Background: an optimization exercise with open tools, aiming at small area, a short achievable clock period and few clock cycles per item. Do not read the settings as production practice.
In this exercise RTL edits were held to simulation tests only and were not proved equivalent to the original.

## design/flow/config.mk

```make
export PLATFORM = sky130hd
export DESIGN_NAME = zx36_exec
export DESIGN_NICKNAME = zx36_exec
export VERILOG_FILES = /design/flow/design.v
export SDC_FILE = /design/flow/constraint.sdc
export NUM_CORES = 4
export LEC_CHECK = 0
export CAP_MARGIN = 35
export CORE_MARGIN = 2
export CORE_UTILIZATION = 35
export PLACE_DENSITY = 0.45
export SLEW_MARGIN = 20
```

## design/flow/constraint.sdc

```tcl
create_clock -name core_clock -period 15.0 [get_ports {clk}]
set_input_delay 3.0000 -clock core_clock [delete_from_list [all_inputs] [get_ports {clk}]]
set_output_delay 3.0000 -clock core_clock [all_outputs]
set_load 0.01 [all_outputs]
```

## design/flow/design.v

```verilog
module zx36_exec (
    input  wire        clk,
    input  wire        rst,
    input  wire        in_valid,
    output wire        in_ready,
    input  wire        in_dalu,
    input  wire [5:0]  in_fn,
    input  wire [71:0] in_a,
    input  wire [71:0] in_b,
    input  wire [3:0]  in_flags,
    input  wire        in_sat,
    output reg         out_valid,
    output wire [71:0] out_result,
    output wire [3:0]  out_flags,
    output reg         out_wr,
    output reg         out_ill
);
    localparam FZ = 0, FN = 1, FC = 2, FV = 3;
    localparam [35:0] MIN36 = 36'h800000000;
    localparam [35:0] MAX36 = 36'h7FFFFFFFF;
    wire       ia = !in_dalu;
    wire [5:0] fn = in_fn;
    wire i_add   = ia & (fn == 6'd0);
    wire i_adc   = ia & (fn == 6'd1);
    wire i_sub   = ia & (fn == 6'd2);
    wire i_sbc   = ia & (fn == 6'd3);
    wire i_cmp   = ia & (fn == 6'd4);
    wire i_and   = ia & (fn == 6'd5);
    wire i_or    = ia & (fn == 6'd6);
    wire i_xor   = ia & (fn == 6'd7);
    wire i_andn  = ia & (fn == 6'd8);
    wire i_tst   = ia & (fn == 6'd9);
    wire i_shl   = ia & (fn == 6'd10);
    wire i_shr   = ia & (fn == 6'd11);
    wire i_sar   = ia & (fn == 6'd12);
    wire i_rol   = ia & (fn == 6'd13);
    wire i_mul   = ia & (fn == 6'd14);
    wire i_mulh  = ia & (fn == 6'd15);
    wire i_mulhu = ia & (fn == 6'd16);
    wire i_div   = ia & (fn == 6'd17);
    wire i_divu  = ia & (fn == 6'd18);
    wire i_rem   = ia & (fn == 6'd19);
    wire i_min   = ia & (fn == 6'd20);
    wire i_max   = ia & (fn == 6'd21);
    wire i_minu  = ia & (fn == 6'd22);
    wire i_maxu  = ia & (fn == 6'd23);
    wire i_qadd  = ia & (fn == 6'd24);
    wire i_qsub  = ia & (fn == 6'd25);
    wire i_qmul  = ia & (fn == 6'd26);
    wire i_neg   = ia & (fn == 6'd27);
    wire i_not   = ia & (fn == 6'd28);
    wire i_abs   = ia & (fn == 6'd29);
    wire i_mov   = ia & (fn == 6'd30);
    wire i_exth  = ia & (fn == 6'd31);
    wire i_exthu = ia & (fn == 6'd32);
    wire i_swaph = ia & (fn == 6'd33);
    wire i_dadd  = in_dalu & (fn == 6'd0);
    wire i_dsub  = in_dalu & (fn == 6'd1);
    wire i_dcmp  = in_dalu & (fn == 6'd2);
    wire i_dneg  = in_dalu & (fn == 6'd3);
    wire i_dmul  = in_dalu & (fn == 6'd4);
    wire i_dmulu = in_dalu & (fn == 6'd5);
    wire i_ill   = ia ? (fn > 6'd33) : (fn > 6'd5);
    wire i_isdiv = i_div | i_divu | i_rem;
    wire i_ismul = i_mul | i_mulh | i_mulhu | i_qmul | i_dmul | i_dmulu;
    wire i_msgn  = i_mul | i_mulh | i_qmul | i_dmul;
    wire i_dsgn  = i_div | i_rem;
    wire i_sh    = i_shl | i_shr | i_sar;
    wire i_mm    = i_min | i_max | i_minu | i_maxu;
    wire [5:0] i_s = in_b[5:0];
    wire i_sbig  = (i_s > 6'd36);
    wire i_szero = (i_s == 6'd0);
    wire i_w0    = i_add | i_adc | i_sub | i_sbc | i_cmp | i_neg | i_abs | i_mul | i_rem |
                   i_qadd | i_qsub;
    wire i_w72   = i_dadd | i_dsub | i_dcmp | i_dneg | i_dmul | i_dmulu;
    wire i_whi   = i_mulh | i_mulhu | i_div | i_divu;
    function [14:0] booth5;      
        input [10:0] w;          
        integer d;
        reg y0, y1, y2;
        begin
            for (d = 0; d < 5; d = d + 1) begin
                y0 = w[2*d]; y1 = w[2*d+1]; y2 = w[2*d+2];
                booth5[d]      = y0 ^ y1;
                booth5[5 + d]  = (y2 & ~y1 & ~y0) | (~y2 & y1 & y0);
                booth5[10 + d] = y2;
            end
        end
    endfunction
    reg        v1;           
    reg        busy;         
    reg [71:0] a1;
    reg [71:0] b1;
    reg [3:0]  f1;
    reg        sat1;
    reg k_ill, k_wr, k_wide;
    reg s_w0, s_w72, s_whi, s_qm;  
    reg k_qas;               
    reg k_mm, mm_s, mm_max;  
    reg k_lg;                
    reg [3:0] lg_t;          
    reg lg_ext, lg_exts;     
    reg k_rot;               
    reg k_sh, sh_l, sh_sar, sh_big;
    reg [5:0] ramt;          
    reg k_mul, m_sgn, k_qmul;
    reg k_div, d_rem, d_sdiv, d_aneg, d_bneg, d_b0;
    reg xinv_lo, xinv_hi, xen_hi, yen_lo, yen_hi, yinv_lo, yinv_hi, y36, acin;
    reg fc_keep, fc_add, fc_sub, fc_dadd, fc_dsub, fc_sh;
    reg fv_keep, fv_36, fv_72, fv_mul, fv_div;
    reg [5:0]  cnt;
    reg        dph0, dph1;   
    reg [1:0]  ms_x, mc_x;   
    reg        mfirst;       
    reg [9:0]  lo_s, lo_c;   
    reg        mcy;          
    reg [14:0] bsel;         
    assign in_ready = !busy;
    wire [36:0] mx = {m_sgn & a1[35], a1[35:0]};
    wire        mlast = (cnt[1:0] == 2'd3);
    reg [47:0] pp0, pp1, pp2, pp3, pp4, pp5;
    reg [47:0] ppr [0:4];
    integer j;
    always @* begin
        for (j = 0; j < 5; j = j + 1) begin : booth
            reg [37:0] mag, r;
            mag = ({38{bsel[j]}} & {mx[36], mx}) | ({38{bsel[5+j]}} & {mx, 1'b0});
            r = mag ^ {38{bsel[10+j]}};
            ppr[j] = {9'd0, 1'b1, ~r[37], r[36:0]} << (2*j);
        end
        pp0 = ppr[0];
        pp1 = ppr[1] | {47'd0, bsel[10]};
        pp2 = ppr[2] | {45'd0, bsel[11], 2'd0};
        pp3 = ppr[3] | {43'd0, bsel[12], 4'd0};
        pp4 = ppr[4] | {41'd0, bsel[13], 6'd0};
        pp5 = {39'd0, bsel[14], 8'd0};
    end
    function [95:0] csa;
        input [47:0] x, y, z;
        reg [47:0] s, c;
        begin
            s = x ^ y ^ z;
            c = (x & y) | (x & z) | (y & z);
            csa = {c[46:0], 1'b0, s};
        end
    endfunction
    wire [37:0] acc_s = mfirst ? {1'b1, 2'b00, k_qmul, 34'd0} : {ms_x, a1[71:36]};
    wire [37:0] acc_c = {mc_x, b1[71:36]} & {38{~mfirst}};
    wire [95:0] l1a = csa({10'd0, acc_s}, {10'd0, acc_c}, pp0);
    wire [95:0] l1b = csa(pp1, pp2, pp3);
    wire [95:0] l2a = csa(l1a[47:0], l1a[95:48], l1b[47:0]);
    wire [95:0] l2b = csa(l1b[95:48], pp4, pp5);
    wire [95:0] l3  = csa(l2a[47:0], l2a[95:48], l2b[47:0]);
    wire [95:0] l4  = csa(l3[47:0], l3[95:48], l2b[95:48]);
    wire [47:0] m_s = l4[47:0];
    wire [47:0] m_c = l4[95:48];
    wire [10:0] m_g = {1'b0, lo_s} + {1'b0, lo_c} + {10'd0, mcy};
    wire [9:0]  m_nw = (cnt[1:0] == 2'd2) ? {{4{m_sgn & b1[15]}}, b1[15:10]} : b1[19:10];
    wire [36:0] dt    = {a1[35:0], a1[71]};
    wire [37:0] dtr   = {1'b0, dt} + {2'b11, b1[35:0]} + {37'd0, ~d_bneg};
    wire        dq    = !dtr[37];
    wire [35:0] dnr   = dq ? dtr[35:0] : dt[35:0];
    function [5:0] lzc36;
        input [35:0] v;
        reg [8:0]  nz;
        reg [17:0] lz2;
        reg [3:0]  g;
        reg [3:0]  hi;
        reg [1:0]  lo;
        integer i;
        begin
            for (i = 0; i < 9; i = i + 1) begin
                g = v[35-4*i -: 4];
                nz[i] = |g;
                lz2[2*i +: 2] = g[3] ? 2'd0 : g[2] ? 2'd1 : g[1] ? 2'd2 : 2'd3;
            end
            hi = nz[0] ? 4'd0 : nz[1] ? 4'd1 : nz[2] ? 4'd2 : nz[3] ? 4'd3 :
                 nz[4] ? 4'd4 : nz[5] ? 4'd5 : nz[6] ? 4'd6 : nz[7] ? 4'd7 : 4'd8;
            lo = lz2[2*hi +: 2];
            lzc36 = (nz == 9'd0) ? 6'd36 : {hi, lo};
        end
    endfunction
    wire [5:0] lza_r = lzc36(a1[35:0] ^ {36{d_aneg}});
    wire [5:0] lza_e = (d_aneg && lza_r != 6'd0) ? lza_r - 6'd1 : lza_r;
    wire [5:0] lzb_r = lzc36(b1[35:0] ^ {36{d_bneg}});
    wire [5:0] lzb_e = (d_bneg && lzb_r == 6'd36) ? 6'd35 : lzb_r;
    wire       qzero = d_b0 | (cnt < ramt);
    wire [5:0] dn    = cnt - ramt + 6'd1;      
    wire [5:0] s0    = 6'd35 + ramt - cnt;
    wire        d_qneg = d_aneg ^ d_bneg;
    wire [72:0] ax = {1'b0, (a1[71:36] & {36{xen_hi}}) ^ {36{xinv_hi}}, a1[35:0] ^ {36{xinv_lo}}};
    wire [72:0] ay = {1'b0, ((b1[71:36] & {36{yen_hi}}) ^ {36{yinv_hi}}) | {35'd0, y36},
                            (b1[35:0] & {36{yen_lo}}) ^ {36{yinv_lo}}};
    wire [73:0] asum_c = {ax, 1'b1} + {ay, acin};
    wire [72:0] asum = asum_c[73:1];
    wire c35 = asum[35] ^ ax[35] ^ ay[35];
    wire c36 = asum[36] ^ ax[36] ^ ay[36];
    wire v36 = (ax[35] == ay[35]) && (asum[35] != ax[35]);
    wire v72 = (ax[71] == ay[71]) && (asum[71] != ax[71]);
    wire [71:0] zp = ax[71:0] ^ ay[71:0];
    wire [71:0] zo = ax[71:0] | ay[71:0];
    wire [71:0] zk = zp ~^ {zo[70:0], acin};      
    wire z_lo  = &zk[35:0];                       
    wire z_h37 = &zk[71:37];                      
    wire z_all = z_lo & zk[36] & z_h37;           
    wire z_hi  = z_h37 & (zp[36] == c36);         
    wire [36:0] mv_p = zp[71:35];
    wire [36:0] mv_g = ax[71:35] & ay[71:35];
    wire [36:0] mv_o = zo[71:35];
    wire mv_z = &zk[71:36];
    wire mv_1 = &(~mv_p[36:1] ~^ (mv_g[35:0] | (mv_o[35:0] & ~mv_p[35:0])));
    wire mul_v = ~((mv_z & (mv_p[0] == c35)) | (mv_1 & (mv_p[0] != c35)));
    reg  qm_ovf_r;
    wire qm_ovf = mfirst ? ((a1[35:0] == MIN36) && (b1[35:0] == MIN36)) : qm_ovf_r;
    wire qm_tie = (asum[34:30] == 5'd0) && (a1[29:0] == 30'd0);
    wire z_qm   = &zk[70:37] & (zp[36] == c36) & (~(zp[35] ^ c35) | qm_tie);
    wire [5:0] amt = dph1 ? (qzero ? 6'd36 : s0) : ramt;
    reg [35:0] rot;
    always @* begin
        rot = a1[35:0];
        if (amt[0]) rot = {rot[34:0], rot[35]};
        if (amt[1]) rot = {rot[33:0], rot[35:34]};
        if (amt[2]) rot = {rot[31:0], rot[35:32]};
        if (amt[3]) rot = {rot[27:0], rot[35:28]};
        if (amt[4]) rot = {rot[19:0], rot[35:20]};
        if (amt[5]) rot = {rot[3:0], rot[35:4]};
    end
    reg [35:0] therm;        
    integer k;
    always @* begin
        for (k = 0; k < 36; k = k + 1) therm[k] = (amt > k);
    end
    wire        a35 = a1[35];
    wire [35:0] shres = sh_l ? (rot & ~therm)
                             : ((rot & therm) | ({36{sh_sar & a35}} & ~therm));
    wire        shc = sh_big ? (sh_sar & a35) : sh_l ? rot[0] : rot[35];
    wire lt_s = $signed(a1[35:0]) < $signed(b1[35:0]);
    wire lt_u = a1[35:0] < b1[35:0];
    wire mm_a = mm_max ^ (mm_s ? lt_s : lt_u);
    reg  [35:0] lg;
    always @* begin
        for (k = 0; k < 36; k = k + 1) lg[k] = lg_t[{a1[k], b1[k]}];
        if (lg_ext) lg[35:18] = {18{lg_exts & a1[17]}};
    end
    wire [35:0] er = ({36{k_lg}} & lg) | ({36{k_rot}} & rot) | ({36{k_sh}} & shres) |
                     ({36{k_mm & mm_a}} & a1[35:0]) | ({36{k_mm & ~mm_a}} & b1[35:0]) |
                     ({36{k_qmul & qm_ovf & sat1}} & MAX36);
    wire        s_qmr = s_qm & ~(qm_ovf & sat1);
    wire [71:0] res;
    assign res[35:0]  = er | ({36{s_w0 | s_w72}} & asum[35:0]) | ({36{s_whi}} & asum[71:36]) |
                        ({36{s_qmr}} & {asum[70:36], asum[35] & ~qm_tie});
    assign res[71:36] = {36{s_w72}} & asum[71:36];
    wire z_er  = (er == 36'd0);
    wire q_sat = k_qas & sat1 & v36;        
    wire z_f = (z_er & ~(s_w0 | s_w72 | s_whi | s_qmr)) | (s_w0 & z_lo & ~q_sat) |
               (s_w72 & z_all) | (s_whi & z_hi) | (s_qmr & z_qm);
    wire n_f = k_wide ? asum[71] : q_sat ? a35 : res[35];
    wire c_f = (fc_keep & f1[FC]) | (fc_add & asum[36]) | (fc_sub & ~asum[36]) |
               (fc_dadd & asum[72]) | (fc_dsub & ~asum[72]) | (fc_sh & shc);
    wire v_f = (fv_keep & f1[FV]) | (fv_36 & v36) | (fv_72 & v72) | (fv_mul & mul_v) |
               (k_qmul & qm_ovf) | (fv_div & (d_b0 | (d_sdiv & ~d_qneg & a1[71])));
    reg  [71:0] out_r;
    reg  [3:0]  out_fl;
    reg         out_max, out_min;    
    assign out_result = {out_r[71:36], (out_r[35] | out_min) & ~out_max,
                         (out_r[34:0] | {35{out_max}}) & ~{35{out_min}}};
    assign out_flags  = out_fl;
    always @(posedge clk) begin
        if (rst) begin
            v1 <= 1'b0;
            busy <= 1'b0;
            out_valid <= 1'b0;
        end else begin
            if (!busy) begin
                v1 <= in_valid;
                busy <= in_valid & (i_ismul | i_isdiv);
            end else if (k_mul ? mlast : (dph1 ? qzero : (!dph0 && cnt == 6'd1))) begin
                busy <= 1'b0;
            end
            out_valid <= v1 & ~busy;
        end
        out_r    <= res;
        out_fl   <= k_ill ? f1 : {v_f, c_f, n_f, z_f};
        out_max  <= q_sat & ~a35;
        out_min  <= q_sat & a35;
        out_wr   <= k_wr;
        out_ill  <= k_ill;
        if (!busy) begin
            a1   <= in_a;
            b1   <= in_b;
            f1   <= in_flags;
            sat1 <= in_sat;
            k_ill   <= i_ill;
            k_wr    <= ~(i_ill | i_cmp | i_tst | i_dcmp);
            k_wide  <= in_dalu & ~i_ill;
            s_w0    <= i_w0;
            s_w72   <= i_w72;
            s_whi   <= i_whi;
            s_qm    <= i_qmul;
            k_qas   <= i_qadd | i_qsub;
            k_mm    <= i_mm;
            mm_s    <= i_min | i_max;
            mm_max  <= i_max | i_maxu;
            k_lg    <= i_and | i_tst | i_or | i_xor | i_andn | i_not | i_mov | i_exth | i_exthu;
            lg_t    <= (i_and | i_tst) ? 4'b1000 : i_or ? 4'b1110 : i_xor ? 4'b0110 :
                       i_andn ? 4'b0100 : i_not ? 4'b0011 : 4'b1100;
            lg_ext  <= i_exth | i_exthu;
            lg_exts <= i_exth;
            k_rot   <= i_rol | i_swaph;
            k_sh    <= i_sh;
            sh_l    <= i_shl;
            sh_sar  <= i_sar;
            sh_big  <= i_sbig;
            ramt    <= i_swaph ? 6'd18 :
                       (i_shr | i_sar) ? (i_sbig ? 6'd0 : 6'd36 - i_s) : i_s;
            k_mul   <= i_ismul;
            m_sgn   <= i_msgn;
            k_qmul  <= i_qmul;
            k_div   <= i_isdiv;
            d_rem   <= i_rem;
            d_sdiv  <= i_div;
            d_aneg  <= i_dsgn & in_a[35];
            d_bneg  <= i_dsgn & in_b[35];
            xinv_lo <= i_neg | i_dneg | (i_abs & in_a[35]) | (i_dsgn & in_a[35]);
            xinv_hi <= i_dneg;
            xen_hi  <= in_dalu;
            yen_lo  <= ~(i_neg | i_abs | i_dneg | i_isdiv);
            yen_hi  <= in_dalu & ~i_dneg;
            yinv_lo <= i_sub | i_sbc | i_cmp | i_mm | i_qsub | i_dsub | i_dcmp;
            yinv_hi <= i_dsub | i_dcmp;
            y36     <= 1'b0;
            acin    <= i_adc ? in_flags[FC] : i_sbc ? ~in_flags[FC] :
                       (i_abs | i_dsgn) ? in_a[35] :
                       (i_sub | i_cmp | i_mm | i_qsub | i_neg | i_dsub | i_dcmp | i_dneg);
            fc_add  <= i_add | i_adc;
            fc_sub  <= i_sub | i_sbc | i_cmp | i_neg;
            fc_dadd <= i_dadd;
            fc_dsub <= i_dsub | i_dcmp | i_dneg;
            fc_sh   <= i_sh & ~i_szero;
            fc_keep <= ~(i_add | i_adc | i_sub | i_sbc | i_cmp | i_neg | i_dadd | i_dsub |
                         i_dcmp | i_dneg | (i_sh & ~i_szero));
            fv_36   <= i_add | i_adc | i_sub | i_sbc | i_cmp | i_neg | i_abs | i_qadd | i_qsub;
            fv_72   <= i_dadd | i_dsub | i_dcmp | i_dneg;
            fv_mul  <= i_mul;
            fv_div  <= i_isdiv;
            fv_keep <= ~(i_add | i_adc | i_sub | i_sbc | i_cmp | i_neg | i_abs | i_qadd |
                         i_qsub | i_dadd | i_dsub | i_dcmp | i_dneg | i_mul | i_qmul |
                         i_isdiv | i_dmul | i_dmulu);
            cnt    <= 6'd0;
            dph0   <= 1'b1;
            dph1   <= 1'b0;
            mfirst <= 1'b1;
            lo_s   <= 10'd0;
            lo_c   <= 10'd0;
            mcy    <= 1'b0;
            bsel   <= booth5({in_b[9:0], 1'b0});
        end else if (k_mul) begin
            cnt    <= cnt + 6'd1;
            ms_x   <= m_s[47:46];
            mc_x   <= m_c[47:46];
            mfirst <= 1'b0;
            if (mfirst) qm_ovf_r <= qm_ovf;
            lo_s   <= m_s[9:0];
            lo_c   <= m_c[9:0];
            mcy    <= m_g[10];
            bsel   <= booth5({m_nw, b1[9]});
            if (mlast) begin
                xinv_lo <= 1'b0; xinv_hi <= 1'b0; xen_hi <= 1'b1;
                yen_lo <= 1'b1; yen_hi <= 1'b1; yinv_lo <= 1'b0; yinv_hi <= 1'b0;
                acin <= m_g[10];
                a1 <= {m_s[41:0], m_g[9:0], b1[35:16]};
                b1 <= {m_c[41:0], {30{m_g[10]}}};
            end else begin
                a1[71:36] <= m_s[45:10];
                b1 <= {m_c[45:10], m_g[9:0], b1[35:10]};
            end
        end else begin
            dph0 <= 1'b0;
            dph1 <= dph0;
            if (dph0) begin
                a1[35:0] <= asum[35:0];
                b1[35:0] <= b1[35:0] ^ {36{~d_bneg}};
                d_b0     <= (lzb_r == 6'd36) & ~d_bneg;
                ramt     <= lza_e;
                cnt      <= lzb_e;
            end else if (dph1) begin
                a1  <= {rot & ~therm, rot & therm};
                cnt <= dn;
                xinv_lo <= d_rem & d_aneg; acin <= d_rem & d_aneg;
                xinv_hi <= ~d_rem & d_qneg; y36 <= ~d_rem & d_qneg; xen_hi <= 1'b1;
            end else begin
                cnt <= cnt - 6'd1;
                a1  <= {a1[70:36], dq, dnr};
            end
        end
    end
endmodule
```

## design/flow/flow/run.sh

```bash
#!/bin/bash
# Layout flow: the standard flow (standard.sh: standard synthesis,
# floorplan, placement, CTS, routing, finish) with three settings changed:
#  - ABC_AREA=1: ABC's area script for technology mapping;
#  - port buffers are buf_2 cells (every input and output still gets one);
set -euo pipefail
bash standard.sh ABC_AREA=1 SETUP_SLACK_MARGIN=10 \
  "BUFFER_PORTS_ARGS=-buffer_cell sky130_fd_sc_hd__buf_2" finish > flow_make.log 2>&1
```

## design/flow/standard.sh

```bash
#!/bin/bash
# synth_recipe.tcl (not shown) runs the flow's synth.tcl, then flattens the netlist and writes it again
# the make line also repeats each setting of config.mk as NAME=value (left out here)
make -C /OpenROAD-flow-scripts/flow DESIGN_CONFIG=/design/flow/config.mk WORK_HOME=/design/flow/orfs CLKGATE_MAP_FILE= SYNTH_SCRIPT=/design/flow/synth_recipe.tcl "${@:-finish}"
```

==> qor.txt, run 1 <==
Post-synth ARST share: 0%
synthesized cell area: 0.0481 mm^2
# hold bufs at CTS: 0
RSZ-0062 raised after global routing: true
Max clock buf depth: 3
largest net degree at the start of global routing: 78
clock tree from TritonCTS: built
R2R Path End: out_r[26]
vias in the first global route: 50000
startpoint types: flop
count of different cell masters after synthesis: 78
initial core utilization: 35.1%
max-cap violations: 0
final worst path period share: 34.6%
Clk Latency, worst-skew pair: 0.69 ns
1st-iter DRT viols: 7099
CTS buffer count: 48
routability congestion estimate: 1.08
Post-synth EDFFs: 221
remaining antenna violation count: 0
commonest non-fill, non-tap cell in the layout: nand2_1
# fillers: 14800
Chip Width: 375 um
most frequent cells in the layout: nand2_1, inv_1, nor2_1
crit-path max FO: 30
fin crit period: 5.19 ns
cells after synthesis: 7115
H-tree levels: 2
r2r setup slk: 9.81 ns
Congestion Overflow GR: 0
synth warn: 2
fin nets: 7812
Slew Limit Fails: 0
Worst Hold End: out_wr
data arrival at the endpoint of the critical path: 5.69 ns
Hold Fails Final Rpt: 0
sequential area share after synthesis: 18.4%
syn_area_per_cell: 6.77 um^2
final wirelength: 290000 um
Crit. End Element: flop
FP Rows: 136
Finish-stage setup viols: 0
flops & latches, synth: 332
Top FF cell, synth: edfxtp_1
Residual DRC: 0
max_slew headroom: 28.4%
WHS Path Cells: 0
Total GRT Usage: 40.1%
Worst-Margin Slew: 1.07 ns
Worst Hold Class: reg -> reg
outcome: finished clean
initial antenna violation count: 19
Die ar.: 0.141 mm^2
Pre-Repair DR Iteration Count: 8
syn nets: 7805
buffers added on ports: 238
Setup TNS Final: 0 ns
Root Driver: clkbuf_16
WS Path Type: reg -> reg
Reg2Reg Depth: 21
DP Wirelength: 229000 um
Hold Startpoint: k_wr
Die Ht: 375 um
Core Area: 0.137 mm^2
CTS sink cnt: 332
FF-to-FF Start: b1[19]
Critical Path RT: 15.50 ns
post-route core utilization: 39.1%
global-route wire length before repair: 398000 um
Area Growth Syn to Fin: 11.3%
Vias per Instance: 5.92
Worst Clk Skew: 0.0460 ns
via count: 53100
fmax: 193 MHz
Clk pin slew, worst setup/hold paths: 0.06 ns
Ports: 239
share of cells above drive strength 1: 9.61%
post-DR wirelength/cell: 32.4 um
-- worst max-delay path by stage --
stage	startpoint	to	cells past startpoint
after floorplan	busy	in_ready	5
after global placement	yinv_lo	out_fl[0]	22
after detailed placement	in_fn[5]	fc_keep	9
after CTS	yen_lo	out_r[31]	19
after global routing	b1[19]	out_fl[0]	24
final	b1[19]	out_r[26]	21
-- state kept, by name, summed over array words and instances, names as in the netlist, 6 cells and up --
signal  flops
bsel       15
a1         72
cnt         6
lo_s       10
out_r      72
ramt        6
b1         72
lo_c        7
-- per-layer routing --
| layer | up-vias | routed length [um] | GRT usage, % |
|---|---|---|---|
| li1 | 23500 | - | - |
| met1 | 25700 | 120000 | 54.1 |
| met2 | 3168 | 118000 | 57.5 |
| met3 | 617 | 32000 | 10.4 |
| met4 | 16 | 20500 | 23.4 |
| met5 | - | 116 | 0 |
-- worst max-delay path, cell delays in order (launching register included) --
cell and delay (ns):
edfxtp_1 0.32, buf_4 0.33, inv_1 0.36, ha_1 0.41
nand2_1 0.05, inv_1 0.06, nand3_1 0.10, nor2_1 0.39
nand2_1 0.10, nand2_1 0.23, nand2_1 0.14, nand3_1 0.09
nand2_1 0.09, nand3_2 0.25, inv_1 0.06, buf_4 0.29
a21oi_1 0.50, o211ai_1 0.17, inv_1 0.08, nand2_1 0.19
a21oi_1 0.52, o221ai_1 0.25
-- metrics by stage --
stage               setup WS [ns]  instance area [um^2]  instances  hold slack, ns
floorplan                   10.00                 48100       7115           0.323
global placement             8.34                 50700       8804           0.328
detailed placement           9.00                 50900       8823           0.334
CTS                          9.81                 52900       8919           0.347
global route                 9.87                 53600       8956           0.359
finish                       9.81                 53600       8961           0.343
-- synthesized netlist by cell type, drive strengths merged, types with 139 or more instances --
cell type / number / area, um^2
nand3: 678 / 3460
inv: 995 / 3730
xor2: 427 / 3750
fa: 188 / 3760
nor2: 700 / 2650
nand2: 1181 / 4460
a21oi: 410 / 2060
buf: 160 / 865
o22ai: 193 / 1230
edfxtp: 221 / 6640
ha: 343 / 4290
clkbuf: 343 / 1290
o21ai: 421 / 2120
xnor2: 139 / 1220
-- what timing repair did --
action | 4_1_cts | 5_1_grt
gates resized for setup | 39 | 81
buffers inserted | 7 | 30
pin swaps | 0 | 6
setup endpoints to repair | 50 | 58
-- area by class of cell --
cell class / instances / area, um^2 / share of cell area [%]
Timing Repair Buffer: 460 / 3130 / 5.85
Tap cell: 1794 / 2240 / 4.19
Clock inverter: 37 / 469 / 0.876
Inverter: 1012 / 3850 / 7.19
Sequential cell: 332 / 8870 / 16.5
Clock buffer: 52 / 1240 / 2.31
Multi-Input combinational cell: 5268 / 33800 / 63.0
Antenna cell: 6 / 15.0 / 0.0280
-- logic make-up (layout without fill, tap and decap cells) --
group	after synthesis	after routing	share of synthesized area, %
other cells	0	6	0
fa+ha+maj	531	531	16.7
flops	332	332	18.4
xor+xnor	566	566	10.3
compound gates	1431	1431	17.9
buf+inv	1515	1561	12.4
simple gates	2740	2740	24.3
Testbench counts, summed over its fixed seeds: cycles 38,327, items 16,000.
==> run 2, diff against run 1 <==
--- a/design/flow/design.v
+++ b/design/flow/design.v
@@ -74,16 +74,16 @@
                    i_qadd | i_qsub;
     wire i_w72   = i_dadd | i_dsub | i_dcmp | i_dneg | i_dmul | i_dmulu;
     wire i_whi   = i_mulh | i_mulhu | i_div | i_divu;
-    function [14:0] booth5;      
-        input [10:0] w;          
+    function [17:0] booth6;      
+        input [12:0] w;          
         integer d;
         reg y0, y1, y2;
         begin
-            for (d = 0; d < 5; d = d + 1) begin
+            for (d = 0; d < 6; d = d + 1) begin
                 y0 = w[2*d]; y1 = w[2*d+1]; y2 = w[2*d+2];
-                booth5[d]      = y0 ^ y1;
-                booth5[5 + d]  = (y2 & ~y1 & ~y0) | (~y2 & y1 & y0);
-                booth5[10 + d] = y2;
+                booth6[d]      = y0 ^ y1;
+                booth6[6 + d]  = (y2 & ~y1 & ~y0) | (~y2 & y1 & y0);
+                booth6[12 + d] = y2;
             end
         end
     endfunction
@@ -112,50 +112,52 @@
     reg        dph0, dph1;   
     reg [1:0]  ms_x, mc_x;   
     reg        mfirst;       
-    reg [9:0]  lo_s, lo_c;   
+    reg [11:0] lo_s, lo_c;   
     reg        mcy;          
-    reg [14:0] bsel;         
+    reg [17:0] bsel;         
     assign in_ready = !busy;
     wire [36:0] mx = {m_sgn & a1[35], a1[35:0]};
-    wire        mlast = (cnt[1:0] == 2'd3);
-    reg [47:0] pp0, pp1, pp2, pp3, pp4, pp5;
-    reg [47:0] ppr [0:4];
+    wire        mlast = (cnt[1:0] == 2'd2);
+    wire        m_xr = mlast & ~m_sgn & b1[11];
+    reg [49:0] ppr [0:5];
+    reg [49:0] pp0, pp1, pp2, pp3, pp4, pp5, pp6;
     integer j;
     always @* begin
-        for (j = 0; j < 5; j = j + 1) begin : booth
+        for (j = 0; j < 6; j = j + 1) begin : booth
             reg [37:0] mag, r;
-            mag = ({38{bsel[j]}} & {mx[36], mx}) | ({38{bsel[5+j]}} & {mx, 1'b0});
-            r = mag ^ {38{bsel[10+j]}};
-            ppr[j] = {9'd0, 1'b1, ~r[37], r[36:0]} << (2*j);
+            mag = ({38{bsel[j]}} & {mx[36], mx}) | ({38{bsel[6+j]}} & {mx, 1'b0});
+            r = mag ^ {38{bsel[12+j]}};
+            ppr[j] = {11'd0, 1'b1, ~r[37], r[36:0]} << (2*j);
         end
         pp0 = ppr[0];
-        pp1 = ppr[1] | {47'd0, bsel[10]};
-        pp2 = ppr[2] | {45'd0, bsel[11], 2'd0};
-        pp3 = ppr[3] | {43'd0, bsel[12], 4'd0};
-        pp4 = ppr[4] | {41'd0, bsel[13], 6'd0};
-        pp5 = {39'd0, bsel[14], 8'd0};
+        pp1 = ppr[1] | {49'd0, bsel[12]};
+        pp2 = ppr[2] | {47'd0, bsel[13], 2'd0};
+        pp3 = ppr[3] | {45'd0, bsel[14], 4'd0};
+        pp4 = ppr[4] | {43'd0, bsel[15], 6'd0};
+        pp5 = ppr[5] | {41'd0, bsel[16], 8'd0};
+        pp6 = {1'b0, {37{m_xr}} & mx, 1'b0, bsel[17], 10'd0};
     end
-    function [95:0] csa;
-        input [47:0] x, y, z;
-        reg [47:0] s, c;
+    function [99:0] csa;
+        input [49:0] x, y, z;
+        reg [49:0] s, c;
         begin
             s = x ^ y ^ z;
             c = (x & y) | (x & z) | (y & z);
-            csa = {c[46:0], 1'b0, s};
+            csa = {c[48:0], 1'b0, s};
         end
     endfunction
     wire [37:0] acc_s = mfirst ? {1'b1, 2'b00, k_qmul, 34'd0} : {ms_x, a1[71:36]};
     wire [37:0] acc_c = {mc_x, b1[71:36]} & {38{~mfirst}};
-    wire [95:0] l1a = csa({10'd0, acc_s}, {10'd0, acc_c}, pp0);
-    wire [95:0] l1b = csa(pp1, pp2, pp3);
-    wire [95:0] l2a = csa(l1a[47:0], l1a[95:48], l1b[47:0]);
-    wire [95:0] l2b = csa(l1b[95:48], pp4, pp5);
-    wire [95:0] l3  = csa(l2a[47:0], l2a[95:48], l2b[47:0]);
-    wire [95:0] l4  = csa(l3[47:0], l3[95:48], l2b[95:48]);
-    wire [47:0] m_s = l4[47:0];
-    wire [47:0] m_c = l4[95:48];
-    wire [10:0] m_g = {1'b0, lo_s} + {1'b0, lo_c} + {10'd0, mcy};
-    wire [9:0]  m_nw = (cnt[1:0] == 2'd2) ? {{4{m_sgn & b1[15]}}, b1[15:10]} : b1[19:10];
+    wire [99:0] l1a = csa({12'd0, acc_s}, {12'd0, acc_c}, pp0);
+    wire [99:0] l1b = csa(pp1, pp2, pp3);
+    wire [99:0] l1c = csa(pp4, pp5, pp6);
+    wire [99:0] l2a = csa(l1a[49:0], l1a[99:50], l1b[49:0]);
+    wire [99:0] l2b = csa(l1b[99:50], l1c[49:0], l1c[99:50]);
+    wire [99:0] l3  = csa(l2a[49:0], l2a[99:50], l2b[49:0]);
+    wire [99:0] l4  = csa(l3[49:0], l3[99:50], l2b[99:50]);
+    wire [49:0] m_s = l4[49:0];
+    wire [49:0] m_c = l4[99:50];
+    wire [12:0] m_g = {1'b0, lo_s} + {1'b0, lo_c} + {12'd0, mcy};
     wire [36:0] dt    = {a1[35:0], a1[71]};
     wire [37:0] dtr   = {1'b0, dt} + {2'b11, b1[35:0]} + {37'd0, ~d_bneg};
     wire        dq    = !dtr[37];
@@ -212,7 +214,7 @@
     wire mul_v = ~((mv_z & (mv_p[0] == c35)) | (mv_1 & (mv_p[0] != c35)));
     reg  qm_ovf_r;
     wire qm_ovf = mfirst ? ((a1[35:0] == MIN36) && (b1[35:0] == MIN36)) : qm_ovf_r;
-    wire qm_tie = (asum[34:30] == 5'd0) && (a1[29:0] == 30'd0);
+    wire qm_tie = (asum[34:24] == 11'd0) && (a1[23:0] == 24'd0);
     wire z_qm   = &zk[70:37] & (zp[36] == c36) & (~(zp[35] ^ c35) | qm_tie);
     wire [5:0] amt = dph1 ? (qzero ? 6'd36 : s0) : ramt;
     reg [35:0] rot;
@@ -242,28 +244,27 @@
         for (k = 0; k < 36; k = k + 1) lg[k] = lg_t[{a1[k], b1[k]}];
         if (lg_ext) lg[35:18] = {18{lg_exts & a1[17]}};
     end
-    wire [35:0] er = ({36{k_lg}} & lg) | ({36{k_rot}} & rot) | ({36{k_sh}} & shres) |
+    wire [35:0] q_c = {1'b0, ax[34:0]} + {1'b0, ay[34:0]} + {35'd0, acin};
+    wire q_sat = k_qas & sat1 & (ax[35] == ay[35]) & (q_c[35] != ax[35]);
+    wire [35:0] er = ({36{q_sat}} & {a35, {35{~a35}}}) | ({36{k_lg}} & lg) | ({36{k_rot}} & rot) | ({36{k_sh}} & shres) |
                      ({36{k_mm & mm_a}} & a1[35:0]) | ({36{k_mm & ~mm_a}} & b1[35:0]) |
                      ({36{k_qmul & qm_ovf & sat1}} & MAX36);
     wire        s_qmr = s_qm & ~(qm_ovf & sat1);
     wire [71:0] res;
-    assign res[35:0]  = er | ({36{s_w0 | s_w72}} & asum[35:0]) | ({36{s_whi}} & asum[71:36]) |
+    assign res[35:0]  = er | ({36{(s_w0 & ~q_sat) | s_w72}} & asum[35:0]) | ({36{s_whi}} & asum[71:36]) |
                         ({36{s_qmr}} & {asum[70:36], asum[35] & ~qm_tie});
     assign res[71:36] = {36{s_w72}} & asum[71:36];
     wire z_er  = (er == 36'd0);
-    wire q_sat = k_qas & sat1 & v36;        
-    wire z_f = (z_er & ~(s_w0 | s_w72 | s_whi | s_qmr)) | (s_w0 & z_lo & ~q_sat) |
+    wire z_f = (z_er & ~((s_w0 & ~q_sat) | s_w72 | s_whi | s_qmr)) | (s_w0 & z_lo & ~q_sat) |
                (s_w72 & z_all) | (s_whi & z_hi) | (s_qmr & z_qm);
-    wire n_f = k_wide ? asum[71] : q_sat ? a35 : res[35];
+    wire n_f = k_wide ? asum[71] : res[35];
     wire c_f = (fc_keep & f1[FC]) | (fc_add & asum[36]) | (fc_sub & ~asum[36]) |
                (fc_dadd & asum[72]) | (fc_dsub & ~asum[72]) | (fc_sh & shc);
     wire v_f = (fv_keep & f1[FV]) | (fv_36 & v36) | (fv_72 & v72) | (fv_mul & mul_v) |
                (k_qmul & qm_ovf) | (fv_div & (d_b0 | (d_sdiv & ~d_qneg & a1[71])));
     reg  [71:0] out_r;
     reg  [3:0]  out_fl;
-    reg         out_max, out_min;    
-    assign out_result = {out_r[71:36], (out_r[35] | out_min) & ~out_max,
-                         (out_r[34:0] | {35{out_max}}) & ~{35{out_min}}};
+    assign out_result = out_r;
     assign out_flags  = out_fl;
     always @(posedge clk) begin
         if (rst) begin
@@ -281,8 +282,6 @@
         end
         out_r    <= res;
         out_fl   <= k_ill ? f1 : {v_f, c_f, n_f, z_f};
-        out_max  <= q_sat & ~a35;
-        out_min  <= q_sat & a35;
         out_wr   <= k_wr;
         out_ill  <= k_ill;
         if (!busy) begin
@@ -350,29 +349,29 @@
             dph0   <= 1'b1;
             dph1   <= 1'b0;
             mfirst <= 1'b1;
-            lo_s   <= 10'd0;
-            lo_c   <= 10'd0;
+            lo_s   <= 12'd0;
+            lo_c   <= 12'd0;
             mcy    <= 1'b0;
-            bsel   <= booth5({in_b[9:0], 1'b0});
+            bsel   <= booth6({in_b[11:0], 1'b0});
         end else if (k_mul) begin
             cnt    <= cnt + 6'd1;
-            ms_x   <= m_s[47:46];
-            mc_x   <= m_c[47:46];
+            ms_x   <= m_s[49:48];
+            mc_x   <= m_c[49:48];
             mfirst <= 1'b0;
             if (mfirst) qm_ovf_r <= qm_ovf;
-            lo_s   <= m_s[9:0];
-            lo_c   <= m_c[9:0];
-            mcy    <= m_g[10];
-            bsel   <= booth5({m_nw, b1[9]});
+            lo_s   <= m_s[11:0];
+            lo_c   <= m_c[11:0];
+            mcy    <= m_g[12];
+            bsel   <= booth6({b1[23:12], b1[11]});
             if (mlast) begin
                 xinv_lo <= 1'b0; xinv_hi <= 1'b0; xen_hi <= 1'b1;
                 yen_lo <= 1'b1; yen_hi <= 1'b1; yinv_lo <= 1'b0; yinv_hi <= 1'b0;
-                acin <= m_g[10];
-                a1 <= {m_s[41:0], m_g[9:0], b1[35:16]};
-                b1 <= {m_c[41:0], {30{m_g[10]}}};
+                acin <= m_g[12];
+                a1 <= {m_s[47:0], m_g[11:0], b1[35:24]};
+                b1 <= {m_c[47:0], {24{m_g[12]}}};
             end else begin
-                a1[71:36] <= m_s[45:10];
-                b1 <= {m_c[45:10], m_g[9:0], b1[35:10]};
+                a1[71:36] <= m_s[47:12];
+                b1 <= {m_c[47:12], m_g[11:0], b1[35:12]};
             end
         end else begin
             dph0 <= 1'b0;
--- a/design/flow/flow/run.sh
+++ b/design/flow/flow/run.sh
@@ -4,5 +4,5 @@
 #  - ABC_AREA=1: ABC's area script for technology mapping;
 #  - port buffers are buf_2 cells (every input and output still gets one);
 set -euo pipefail
-bash standard.sh ABC_AREA=1 SETUP_SLACK_MARGIN=10 \
+bash standard.sh ABC_AREA=1 SETUP_SLACK_MARGIN=10.5 \
   "BUFFER_PORTS_ARGS=-buffer_cell sky130_fd_sc_hd__buf_2" finish > flow_make.log 2>&1
==> qor.txt, run 2 <==
clock tree from TritonCTS: built
top post-synthesis cells by area: edfxtp_1, fa_1, nand2_1
Setup TNS Final: 0 ns (unchanged)
Synth Area in Simple Gates: 23.3% (-1.0 points)
max_slew headroom: 28.1% (-0.28 points)
final wirelength: 291000 um (+0.34%)
Pre-Repair DR Iteration Count: 7 (-1)
Worst Hold Class: reg -> reg
Critical Path RT: 15.52 ns (+0.02 ns)
Cell Area, Placed: 0.0523 mm^2 (+2.8%)
Worst-Margin Slew: 1.08 ns (+0.000585 ns)
count of different cell masters after synthesis: 74 (-5.1%)
H-tree levels: 2 (unchanged)
most frequent cells in the layout: nand2_1, inv_1, nand3_1
fin nets: 8013 (+2.6%)
syn nets: 7846 (+0.53%)
Worst Clk Skew: 0.0645 ns (+0.0185 ns)
initial antenna violation count: 27 (+8)
sequential area share after synthesis: 18.4% (+0.018 points)
Max stage delay on crit path: 0.56 ns (+0.04 ns)
share of cells above drive strength 1: 13.2% (+3.6 points)
final worst path period share: 31.3% (-3.3 points)
cells after synthesis: 7105 (-0.14%)
global-route wire length before repair: 396000 um (-0.58%)
CTS sink cnt: 340 (+2.4%)
Worst Path Buf+Inv: 5 (-1)
Ports: 239 (unchanged)
Congestion Overflow GR: 0 (unchanged)
Total GRT Usage: 39.2% (-0.91 points)
FP Rows: 137 (+0.74%)
Compound-Gate Fraction of Synth Area: 17.3% (-0.62 points)
CTS buffer count: 47 (-2.1%)
largest net degree at the start of global routing: 73 (-6.4%)
vias in the first global route: 50300 (+0.51%)
cell family with most CP delay: simple AND/OR/NAND/NOR gates
WS Path Type: reg -> reg
Post-synth EDFFs: 227 (+2.7%)
Root Driver: clkbuf_16
fin crit period: 4.70 ns (-0.495 ns)
Clk Latency, worst-skew pair: 0.68 ns (about the same)
1st-iter DRT viols: 7314 (+3.0%)
Area Growth Syn to Fin: 16.0%
Chip Width: 379 um (+1.2%)
Hold Fails Final Rpt: 0 (unchanged)
Finish-stage setup viols: 0 (unchanged)
Post-synth ARST share: 0% (unchanged)
largest area contributor in the netlist: edfxtp_1
RSZ-0062 raised after global routing: true
Die ar.: 0.144 mm^2 (+2.4%)
CP most frequent cell: nand2_1
count leader, synth: nand2_1
Residual DRC: 0 (unchanged)
Die Ht: 379 um (+1.2%)
Max clock buf depth: 3 (unchanged)
startpoint types: flop
Largest regs: a1 (72), b1 (72), out_r (72)
# fillers: 15100 (+2.2%)
Synth top area share: 13.8% (+0.045 points)
Final Cell Area: 0.0572 mm^2 (+6.7%)
fmax: 213 MHz (+11%)
post-DR wirelength/cell: 31.7 um (-2.2%)
DP Wirelength: 226000 um (-1.2%)
buffers added on ports: 238 (unchanged)
via count: 53900 (+1.6%)
max-cap violations: 0 (unchanged)
syn_area_per_cell: 6.94 um^2 (+2.5%)
commonest non-fill, non-tap cell in the layout: nand2_1
synthesized cell area: 0.0493 mm^2 (+2.4%)
top cells by count, synth: nand2_1, inv_1, nand3_1, nor2_1, xor2_1
synth warn: 2 (unchanged)
fraction of the mapped netlist area in adder cells: 18.7% (+2.0 points)
Clk pin slew, worst setup/hold paths: 0.07 ns (about the same)
flops & latches, synth: 340 (+2.4%)
post-synthesis mux area share: 0% (unchanged)
Core Area: 0.140 mm^2 (+2.0%)
outcome: finished clean
Slew Limit Fails: 0 (unchanged)
crit-path max FO: 11 (-63%)
Top FF cell, synth: edfxtp_1
Slowest-stage cell, CP: edfxtp_1
area of the multi-input gates: 0.0355 mm^2 (+5.1%)
remaining antenna violation count: 0 (unchanged)
FF/Latch Area: 0.00908 mm^2 (+2.5%)
largest family of logic cells by synthesized area: simple AND/OR/NAND/NOR gates
Crit. End Element: flop
# hold bufs at CTS: 0 (unchanged)
initial core utilization: 35.3% (+0.14 points)
sequence of cells on the critical path: buf_4 > inv_1 > nand2_1 > nor4_1 > nand4_1 > nor2_1 > nand4_1 > nand2_1 > nand3_2 > nand2_8 > clkinv_8 > nand2_1 > nor2_2 > nand3_1 > inv_1 > nand2_1 > clkinv_1 > nand2_1 > nor2_1 > nand2_1 > nor2_1 > nand2_1 > a21oi_2
data arrival at the endpoint of the critical path: 5.21 ns (-0.48 ns)
xor and xnor area share after synthesis: 10.6% (+0.28 points)
Vias per Instance: 5.86 (-0.96%)
routability congestion estimate: 1.09 (+1.1%)
[run 2: area by class of cell]
| class | instances | area share (%) |
|---|---|---|
| flip-flops and latches | 340 | 15.9 |
| repair buffers | 560 | 7.91 |
| multi-input cells | 5276 | 62.1 |
| well taps | 1876 | 4.10 |
| diodes | 9 | 0.0394 |
| repair inverters | 2 | 0.0306 |
| inverters | 1045 | 7.20 |
| clock inverters | 26 | 0.446 |
| clock buffers | 62 | 2.30 |
[run 2: worst paths after layout]
path	start	to	slack, ns	cells past startpoint
max	b1[12]	out_fl[0]	10.30	23
min	k_wr	out_wr	0.34	0
max reg2reg	b1[12]	out_fl[0]	10.30	23
min reg2reg	k_wr	out_wr	0.34	0
[run 2: layer usage]
layer	up-vias	global-route usage (%)	wire length (um)
li1	23800	-	-
met1	26200	51.3	118000
met2	3201	56.6	119000
met3	708	12.7	34400
met4	18	21.5	19700
met5	-	1.17	356
[run 2: kinds of logic (layout without fill, tap and decap cells)]
group	count (synthesis)	count (layout)
xor+xnor	597	597
buf+inv	1490	1695
compound gates	1407	1407
simple gates	2688	2689
fa+ha+maj	582	582
other cells	1	10
flops	340	340
[run 2: repair_timing]
item                       4_1_cts  5_1_grt
buffers inserted               115       45
setup endpoints to repair      178      116
pin swaps                        6       18
cloned                           2        5
gates resized for setup        183      210
[run 2: per-stage QoR]
step / hold slack, ns / cells / utilization [%] / setup slack (ns)
finish: 0.343 / 9196 / 40.9 / 10.30
global route: 0.365 / 9187 / 40.9 / 10.32
CTS: 0.345 / 9135 / 39.9 / 10.41
detailed placement: 0.335 / 8930 / 37.5 / 9.06
global placement: 0.327 / 8915 / 37.3 / 8.99
floorplan: 0.323 / 7105 / - / 10.52
Testbench counts of run 2, summed over its fixed seeds: cycles 35,435, items 16,000.
==> run 3, diff against run 2 <==
--- a/design/flow/design.v
+++ b/design/flow/design.v
@@ -115,7 +115,8 @@
     reg [11:0] lo_s, lo_c;   
     reg        mcy;          
     reg [17:0] bsel;         
-    assign in_ready = !busy;
+    reg rdy;
+    assign in_ready = rdy;
     wire [36:0] mx = {m_sgn & a1[35], a1[35:0]};
     wire        mlast = (cnt[1:0] == 2'd2);
     wire        m_xr = mlast & ~m_sgn & b1[11];
@@ -236,8 +237,8 @@
     wire [35:0] shres = sh_l ? (rot & ~therm)
                              : ((rot & therm) | ({36{sh_sar & a35}} & ~therm));
     wire        shc = sh_big ? (sh_sar & a35) : sh_l ? rot[0] : rot[35];
-    wire lt_s = $signed(a1[35:0]) < $signed(b1[35:0]);
     wire lt_u = a1[35:0] < b1[35:0];
+    wire lt_s = lt_u ^ a1[35] ^ b1[35];
     wire mm_a = mm_max ^ (mm_s ? lt_s : lt_u);
     reg  [35:0] lg;
     always @* begin
@@ -270,13 +271,16 @@
         if (rst) begin
             v1 <= 1'b0;
             busy <= 1'b0;
+            rdy <= 1'b1;
             out_valid <= 1'b0;
         end else begin
             if (!busy) begin
                 v1 <= in_valid;
                 busy <= in_valid & (i_ismul | i_isdiv);
+                rdy <= ~(in_valid & (i_ismul | i_isdiv));
             end else if (k_mul ? mlast : (dph1 ? qzero : (!dph0 && cnt == 6'd1))) begin
                 busy <= 1'b0;
+                rdy <= 1'b1;
             end
             out_valid <= v1 & ~busy;
         end
==> qor.txt, run 3 <==
CTS sink cnt: 341 (+0.29%)
Max stage delay on crit path: 0.37 ns (-0.19 ns)
RSZ-0062 raised after global routing: true
Slew Limit Fails: 0 (unchanged)
remaining antenna violation count: 0 (unchanged)
fmax: 218 MHz (+2.3%)
Post-synth ARST share: 0% (unchanged)
largest net degree at the start of global routing: 77 (+5.5%)
Critical Path RT: 15.58 ns (+0.06 ns)
Root Driver: clkbuf_16
largest area contributor in the netlist: edfxtp_1
flops & latches, synth: 341 (+0.29%)
post-DR wirelength/cell: 33.6 um (+5.9%)
share of cells above drive strength 1: 14.2% (+1.0 points)
Post-synth EDFFs: 227 (unchanged)
buffers added on ports: 238 (unchanged)
data arrival at the endpoint of the critical path: 5.16 ns (-0.05 ns)
initial antenna violation count: 27 (unchanged)
most frequent cells in the layout: nand2_1, inv_1, nand3_1
WS Path Type: reg -> reg
routability congestion estimate: 1.03 (-5.9%)
count leader, synth: nand2_1
top post-synthesis cells by area: edfxtp_1, fa_1, nand2_1
global-route wire length before repair: 407000 um (+2.9%)
syn nets: 7716 (-1.7%)
post-route core utilization: 41.5% (+0.58 points)
Hold Fails Final Rpt: 0 (unchanged)
FP Rows: 136 (-0.73%)
Residual DRC: 0 (unchanged)
Largest regs: a1 (72), b1 (72), out_r (72)
# hold bufs at CTS: 0 (unchanged)
Ports: 239 (unchanged)
Congestion Overflow GR: 0 (unchanged)
Die Ht: 377 um (-0.52%)
Worst Path Buf+Inv: 6 (+1)
Worst Clk Skew: 0.0586 ns (-0.00589 ns)
cells after synthesis: 6975 (-1.8%)
vias in the first global route: 50100 (-0.30%)
sequential area share after synthesis: 18.7% (+0.23 points)
Max clock buf depth: 3 (unchanged)
Pre-Repair DR Iteration Count: 8 (+1)
Worst-Margin Slew: 1.09 ns (+0.0115 ns)
Die ar.: 0.142 mm^2 (-1.0%)
top cells by count, synth: nand2_1, inv_1, nand3_1, nor2_1
DP Wirelength: 235000 um (+4.1%)
WHS Path Cells: 0 (unchanged)
Hold Worst Slack: 0.374 ns (+0.0303 ns)
Core Area: 0.138 mm^2 (-1.3%)
clock tree from TritonCTS: built
Worst Hold Class: reg -> reg
Finish-stage setup viols: 0 (unchanged)
synth warn: 2 (unchanged)
Reg2Reg Depth: 26 (+13%)
synthesized cell area: 0.0488 mm^2 (-1.0%)
fin crit period: 4.59 ns (-0.106 ns)
startpoint types: flop
CP most frequent cell: nand2_1
Vias per Instance: 5.96 (+1.6%)
Synth top area share: 14.0% (+0.15 points)
via count: 53600 (-0.55%)
Crit. End Element: flop
final worst path period share: 30.6% (-0.71 points)
max-cap violations: 0 (unchanged)
# fillers: 14600 (-3.0%)
cell family with most CP delay: simple AND/OR/NAND/NOR gates
Slowest-stage cell, CP: edfxtp_1
Chip Width: 377 um (-0.52%)
syn_area_per_cell: 6.99 um^2 (+0.80%)
count of different cell masters after synthesis: 72 (-2.7%)
critical path depth: 26 (+13%)
initial core utilization: 35.4% (+0.11 points)
fin nets: 7900 (-1.4%)
outcome: finished clean
Setup TNS Final: 0 ns (unchanged)
Total GRT Usage: 41.1% (+1.8 points)
final wirelength: 302000 um (+3.7%)
commonest non-fill, non-tap cell in the layout: nand2_1
H-tree levels: 2 (unchanged)
Clk Latency, worst-skew pair: 0.70 ns (+0.02 ns)
Clk pin slew, worst setup/hold paths: 0.06 ns (about the same)
Area Growth Syn to Fin: 17.3%
max_slew headroom: 26.8% (-1.3 points)
crit-path max FO: 24 (+13)
CTS buffer count: 51 (+8.5%)
1st-iter DRT viols: 7230 (-1.1%)
Top FF cell, synth: edfxtp_1
[run 3: changes by cell type after synthesis, sizes merged, moves of 8 or more]
cell	change
inv	-9
buf	-26
xor2	-20
clkinv	-16
nand2	-126
a2111oi	-9
o21bai	-8
a31oi	+28
o21ai	-29
a21oi	+15
clkbuf	+22
o211ai	+15
[run 3: path summary, 6_finish.rpt]
path | startpoint | to | slack (ns)
hold / removal | k_wr | out_wr | 0.37
setup reg to reg | b1[31] | out_fl[0] | 10.41
hold reg to reg | k_wr | out_wr | 0.37
setup / recovery | b1[31] | out_fl[0] | 10.41
[run 3: final cells by class]
type	count	area [um^2]	share of cell area (%)
multi-input cells	5173	35500	62.0
flip-flops and latches	341	9110	15.9
repair buffers	570	4570	7.99
inverters	1020	4050	7.07
well taps	1794	2240	3.92
clock buffers	66	1460	2.55
clock inverters	28	285	0.499
repair inverters	2	13.8	0.0241
diodes	5	12.5	0.0219
[run 3: what timing repair did]
action | 4_1_cts | 5_1_grt
cloned | 2 | 5
setup buffers | 78 | 78
gates resized for setup | 183 | 315
setup endpoints to repair | 174 | 107
pin swaps | 8 | 21
[run 3: through the flow]
stage | setup slack (ns) | instances | area [um^2]
floorplan | 10.54 | 6975 | 48800
global placement | 9.37 | 8717 | 51600
detailed placement | 9.45 | 8735 | 51800
CTS | 10.41 | 8909 | 55000
global route | 10.29 | 8994 | 57200
finish | 10.41 | 8999 | 57200
[run 3: logic make-up after synthesis]
kind of cell	after synthesis	synth area share [%]
XOR/XNOR	583	10.5
AND/OR/NAND/NOR	2567	22.5
adder cells (fa/ha/maj)	582	18.9
buffers and inverters	1461	11.6
other	1	0.00769
flip-flops	341	18.7
AO/OA/AOI/OAI	1440	17.9
[run 3: worst reg2reg max path, delay by kind of cell, from the launching register on]
family / cells / cell delay (ns)
AND/OR/NAND/NOR: 14 / 1.73
buffers and inverters: 6 / 1.32
adder cells (fa/ha/maj): 1 / 0.34
flip-flops: 1 / 0.37
AO/OA/AOI/OAI: 5 / 0.72
[run 3: per-layer routing]
layer | wire, um | track usage, %
met1 | 124000 | 54.2
met2 | 125000 | 59.7
met3 | 32800 | 11.4
met4 | 20800 | 23.6
met5 | 156 | 0
Testbench counts of run 3, summed over its fixed seeds: cycles 35,435, items 16,000.
==> run 4, diff against run 3 <==
--- a/design/flow/flow/run.sh
+++ b/design/flow/flow/run.sh
@@ -4,5 +4,5 @@
 #  - ABC_AREA=1: ABC's area script for technology mapping;
 #  - port buffers are buf_2 cells (every input and output still gets one);
 set -euo pipefail
-bash standard.sh ABC_AREA=1 SETUP_SLACK_MARGIN=10.5 \
+bash standard.sh ABC_AREA=1 SETUP_SLACK_MARGIN=10.7 \
   "BUFFER_PORTS_ARGS=-buffer_cell sky130_fd_sc_hd__buf_2" finish > flow_make.log 2>&1
==> qor.txt, run 4 <==
Worst-Margin Slew: 1.07 ns (-0.0188 ns)
global-route wire length before repair: 407000 um (about the same)
Clk pin slew, worst setup/hold paths: 0.07 ns (about the same)
fmax: 217 MHz (-0.53%)
DP Wirelength: 231000 um (-1.7%)
R2R Path End: a1[33]
Post-synth EDFFs: 227 (unchanged)
CTS sink cnt: 341 (unchanged)
Worst Hold Class: reg -> reg
fin nets: 7950 (+0.63%)
synthesized cell area: 0.0488 mm^2 (unchanged)
data arrival at the endpoint of the critical path: 5.02 ns (-0.14 ns)
top post-synthesis cells by area: edfxtp_1, fa_1, nand2_1
Crit. End Element: flop
Die ar.: 0.142 mm^2 (unchanged)
Reg2Reg Depth: 14 (-46%)
Vias per Instance: 5.98 (+0.33%)
post-DR wirelength/cell: 33.5 um (-0.15%)
RSZ-0062 raised after global routing: true
Residual DRC: 0 (unchanged)
crit-path max FO: 11 (-54%)
vias in the first global route: 50900 (+1.6%)
Clk Latency, worst-skew pair: 0.68 ns (-0.02 ns)
H-tree levels: 2 (unchanged)
Ports: 239 (unchanged)
final worst path period share: 30.8% (+0.16 points)
outcome: finished clean
most frequent cells in the layout: nand2_1, inv_1, nor2_1
Worst Hold End: out_wr
Root Driver: clkbuf_16
clock tree from TritonCTS: built
Hold Fails Final Rpt: 0 (unchanged)
startpoint types: flop
fin crit period: 4.61 ns (+0.0243 ns)
FP Rows: 136 (unchanged)
Max clock buf depth: 3 (unchanged)
Largest regs: a1 (72), b1 (72), out_r (72)
max-cap violations: 0 (unchanged)
Setup TNS Final: 0 ns (unchanged)
syn nets: 7716 (unchanged)
initial antenna violation count: 19 (-30%)
largest area contributor in the netlist: edfxtp_1
Congestion Overflow GR: 0 (unchanged)
CTS buffer count: 49 (-3.9%)
FF-to-FF Start: a1[2]
initial core utilization: 35.4% (unchanged)
WS Path Type: reg -> reg
Area Growth Syn to Fin: 20.3%
flops & latches, synth: 341 (unchanged)
routability congestion estimate: 1.09 (+6.6%)
Critical Path RT: 15.41 ns (-0.17 ns)
Die Ht: 377 um (unchanged)
Core Area: 0.138 mm^2 (unchanged)
largest net degree at the start of global routing: 77 (unchanged)
Post-synth ARST share: 0% (unchanged)
via count: 54100 (+0.89%)
Chip Width: 377 um (unchanged)
buffers added on ports: 238 (unchanged)
r2r setup slk: 10.39 ns (-0.02 ns)
sequential area share after synthesis: 18.7% (unchanged)
sequence of cells on the critical path: buf_12 > clkinvlp_4 > buf_4 > o22ai_2 > xor2_1 > fa_1 > inv_1 > fa_1 > fa_1 > fa_2 > nand2_4 > o211ai_1 > inv_1 > a21oi_1
CP most frequent cell: fa_1
count of different cell masters after synthesis: 72 (unchanged)
Hold Startpoint: k_wr
Slew Limit Fails: 0 (unchanged)
max_slew headroom: 28.5% (+1.8 points)
Worst Clk Skew: 0.0321 ns (-0.0265 ns)
Pre-Repair DR Iteration Count: 6 (-2)
top cells by count, synth: nand2_1, inv_1, nand3_1, nor2_1
final wirelength: 303000 um (+0.41%)
commonest non-fill, non-tap cell in the layout: nand2_1
remaining antenna violation count: 0 (unchanged)
share of cells above drive strength 1: 16.9% (+2.7 points)
Hold Worst Slack: 0.372 ns (-0.00144 ns)
Slowest-stage cell, CP: fa_1
Total GRT Usage: 40.9% (-0.11 points)
1st-iter DRT viols: 6868 (-5.0%)
Max stage delay on crit path: 0.58 ns (+0.21 ns)
cells after synthesis: 6975 (unchanged)
syn_area_per_cell: 6.99 um^2 (unchanged)
Top FF cell, synth: edfxtp_1
synth warn: 2 (unchanged)
Finish-stage setup viols: 0 (unchanged)
CP Launch Point: a1[2]
count leader, synth: nand2_1
WHS Path Cells: 0 (unchanged)
Synth top area share: 14.0% (unchanged)
[run 4: cell counts after synthesis]
Identical to the previous run, type by type.
[run 4: worst max-delay path: cells and delay by family (launching register included)]
family,cells,cell delay (ns)
XOR/XNOR,1,0.11
adder cells (fa/ha/maj),4,1.94
AND/OR/NAND/NOR,1,0.20
buffers and inverters,5,1.05
AO/OA/AOI/OAI,3,0.63
flip-flops,1,0.41
[run 4: cells by family (layout without fill, tap and decap cells)]
family | Yosys count | after routing | share of synthesized area (%)
other | 1 | 6 | 0.00769
buffers and inverters | 1461 | 1735 | 11.6
XOR/XNOR | 583 | 583 | 10.5
flip-flops | 341 | 341 | 18.7
AO/OA/AOI/OAI | 1440 | 1440 | 17.9
adder cells (fa/ha/maj) | 582 | 582 | 18.9
AND/OR/NAND/NOR | 2567 | 2568 | 22.5
[run 4: worst max path at each step]
stage / end / slack, ns / cells past startpoint
finish: a1[33] / 10.39 / 14
global route: out_fl[0] / 10.41 / 29
CTS: out_fl[0] / 10.58 / 26
detailed placement: out_fl[0] / 9.56 / 27
global placement: out_fl[1] / 9.40 / 17
floorplan: ramt[4] / 10.69 / 10
[run 4: metal layers]
layer | GRT usage [%] | vias up | routed length (um)
li1 | - | 23700 | -
met1 | 53.6 | 26400 | 123000
met2 | 58.9 | 3326 | 123000
met3 | 11.9 | 741 | 34300
met4 | 25.5 | 20 | 23100
met5 | 0 | - | 141
[run 4: stage by stage]
stage	instance area [um^2]	instances	util, %	setup WS (ns)
global placement	51600	8716	37.5	9.40
global route	58600	9044	42.5	10.41
finish	58700	9049	42.6	10.39
CTS	56300	8957	40.8	10.58
floorplan	48800	6975	-	10.69
detailed placement	51800	8729	37.6	9.56
[run 4: final cells by class]
class / count / area [um^2]
Fill cell: 14600 / 79200
Multi-Input combinational cell: 5174 / 36300
Sequential cell: 341 / 9120
Timing Repair Buffer: 620 / 5110
Inverter: 1020 / 4100
Tap cell: 1794 / 2240
Clock buffer: 55 / 1290
Clock inverter: 37 / 497
Timing Repair inverter: 3 / 23.8
Antenna cell: 5 / 12.5
[run 4: what timing repair did]
item                       CTS  global route
buffers inserted           131            74
setup endpoints to repair  195           118
hold buffers                 0             0
cloned                       5             8
gates resized for setup    340           350
pin swaps                   22            59

separate check: timing with driven ports:
The flow's constraints put no driver on any port. The routed layouts listed below were extracted and timed again, unchanged, in two steps. Step 1 (the two cells are an assumption about what drives the block):
set clk [get_ports {clk}]
set_driving_cell -lib_cell sky130_fd_sc_hd__clkbuf_16 $clk
set_driving_cell -lib_cell sky130_fd_sc_hd__buf_2 [delete_from_list [all_inputs] $clk]
Step 2 also shifts input and output timing later by t, the mid clock arrival at the registers, as if the neighbouring blocks saw the same clock. Three values: ideal, step 1, step 2; two values: the first two.
run | t (ns) | setup slack, ns | hold WS [ns]
run 1 | 0.756 | 9.809 / 9.809 / 9.538 | 0.343 / 0.343 / 0.343
run 2 | 0.731 | 10.305 / 10.305 / 9.736 | 0.343 / 0.343 / 0.343
run 3 | 0.748 | 10.410 / 10.410 / 9.973 | 0.374 / 0.374 / 0.374
run 4 | 0.748 | 10.386 / 10.386 / 10.025 | 0.372 / 0.372 / 0.372
After both steps every run listed still meets setup and hold. For run 2, which loses most, drivers alone change the setup slack by 0.000 ns; drivers and shift together by -0.569 ns.
